Context: an optimization exercise on an open-source flow, tuned for small area, a short achievable clock period and few clock cycles per item. The choices shown serve that exercise and are no tape-out recipe.
Function was checked by simulation only, so behaviour that the tests miss may differ from the original.

==> flow/design.v (excerpt) <==
module aes128_engine (
    input  wire         clk,
    input  wire         rst,         
    input  wire         in_valid,
    output wire         in_ready,
    input  wire         in_decrypt,  
    input  wire [127:0] in_key,
    input  wire [127:0] in_block,
    output reg          out_valid,
    output wire [127:0] out_block
);
Size: ~7900 cells after synthesis, roughly 810 flip-flops, about 390 I/O pins, ~0.071 mm^2 of cells after synthesis.
export LEC_CHECK = 0
export CAP_MARGIN = 30
export CORE_MARGIN = 2
export CORE_UTILIZATION = 45
export PLACE_DENSITY = 0.6
export SLEW_MARGIN = 20
create_clock -name core_clock -period 15.0 [get_ports {clk}]
standard.sh (not shown) runs the stock make flow with config.mk's settings and CLKGATE_MAP_FILE= SYNTH_SCRIPT=/design/flow/synth_recipe.tcl, a recipe that flattens the netlist after the stock synthesis.
==> flow/flow/run.sh <==
#!/bin/bash
# Own layout flow: the standard ORFS flow, with three changes:
#  1. synthesis is the standard synthesis script, except that ABC maps
#     the logic with the script in flow/map.abc (instead of ORFS's
#     abc_speed/abc_area script); registers, their names and cell types
#     are untouched;
#  2. timing repair (repair_timing in floorplan, CTS and global route)
#     aims at a setup slack margin of flow/margin.txt ns, which makes it
#     work towards a shorter achieved period than the 15 ns clock;
#  3. the port buffers that placement inserts on every input and output
#     are sky130_fd_sc_hd__buf_2 cells.
# Each tool's full output goes to a log file of its own in this folder.
set -euo pipefail
here=$(pwd)
margin=$(cat flow/margin.txt)

sed 's|log_cmd abc {\*}\$abc_args|log_cmd abc -script $::env(OWN_ABC_SCRIPT) {*}[lrange $abc_args 2 end]|' \
    "$FLOW_HOME/scripts/synth.tcl" > own_synth_core.tcl
grep -q 'OWN_ABC_SCRIPT' own_synth_core.tcl
sed "s|source \$::env(SCRIPTS_DIR)/synth.tcl|source $here/own_synth_core.tcl|" \
    synth_recipe.tcl > own_synth.tcl
grep -q 'own_synth_core.tcl' own_synth.tcl
export OWN_ABC_SCRIPT=$here/flow/map.abc

bash standard.sh SYNTH_SCRIPT=$here/own_synth.tcl synth > synth.log 2>&1
bash standard.sh SYNTH_SCRIPT=$here/own_synth.tcl SETUP_SLACK_MARGIN=$margin \
    "BUFFER_PORTS_ARGS=-buffer_cell sky130_fd_sc_hd__buf_2" > layout.log 2>&1
test -s out/final.def
==> flow/flow/map.abc <==
&get -n
&st
&dch
&nf
&put
buffer -c
topo
stime -c
upsize -c
dnsize -c
==> flow/flow/margin.txt <==
10.4
The baseline completed with no timing, DRC or antenna violations.
Testbench counts at the start, summed over its fixed seeds: cycles 13,290, items 1,280.
Then changed:
==> flow/flow/margin.txt (replaced) <==
9.6
Effect: The new run ran to the end with no violations; maximum frequency shrinks by 6.9%; utilization fell by 6.3 points; global-route usage decreases by 1.4 points; routed wire length fell by 6.4%; via count decreases by 4.0%.
Then changed:
==> flow/flow/margin.txt (replaced) <==
10
CORE_UTILIZATION = 55   (was 45)
PLACE_DENSITY = 0.65   (was 0.6)
What happened: The changed run finished clean. Global-route usage went up by 6.8 points. Die area went down by about 18%. Wire length barely changes. Worst setup slack improves by 0.19 ns. Cell area rises by about 2.8%. Final cell count falls by 3.1%. Worst hold slack degrades by 0.025 ns. Sequential share of layout area drops by 0.56 points. Fmax went up by 3.7%.
Then changed:
CAP_MARGIN = 20   (was 30)
CORE_UTILIZATION = 45   (was 55)
PLACE_DENSITY = 0.6   (was 0.65)
Effect:
- non-clock buffer count shrinks by 26
- setup slack improved by 0.083 ns
- die area increases by 22%
- global-route usage drops by 6.6 points
- cell count climbs by 3.6%
- via count fell by 1.1%
Then changed:
CAP_MARGIN = 30   (was 20)
The changed run ran to the end with no violations.
Flip-flop and latch count is unchanged.
Non-clock buffer count came out higher by 46.
Final cell count went up by about 0.46%.
Utilization is higher by 0.33 points.
Clock skew came out lower by 0.0042 ns.
Worst hold slack improves by 0.0051 ns.
Worst setup slack is worse by 0.032 ns.
Cell area came out higher by about 0.6%.
Sequential share of layout area went down by 0.12 points.

re-timing with driven ports:
How much do the figures lean on ideal ports? The routed layouts below were timed once more, with nothing changed but the port constraints. Step 1 sets driving cells, clkbuf_16 on the clock port and buf_2 on the other inputs (assumed; they add their load-dependent delay and slew). Step 2 also shifts input and output timing later by t, the mid clock arrival at the registers, as if the neighbouring blocks saw the same clock. Slacks: ideal / step 1 / step 2; pairs: ideal / step 1.
run	shift t [ns]	slack for setup (ns)	worst setup path at the end	worst register clock-pin slew, ns
the first run	0.823	10.057 / 10.057 / 9.756	input to register	0.08 / 0.08
the second run	0.812	9.690 / 9.690 / 9.690	register to register	0.07 / 0.07
the third run	0.791	9.879 / 9.879 / 9.645	input to register	0.07 / 0.07
the fourth run	0.829	9.962 / 9.962 / 9.665	input to register	0.07 / 0.07
the fifth run	0.815	9.929 / 9.929 / 9.735	input to register	0.07 / 0.07
After both steps every run listed still meets setup and hold. The setup slack of the first run, which loses most, moves by 0.000 ns with the drivers and by -0.301 ns with both steps.
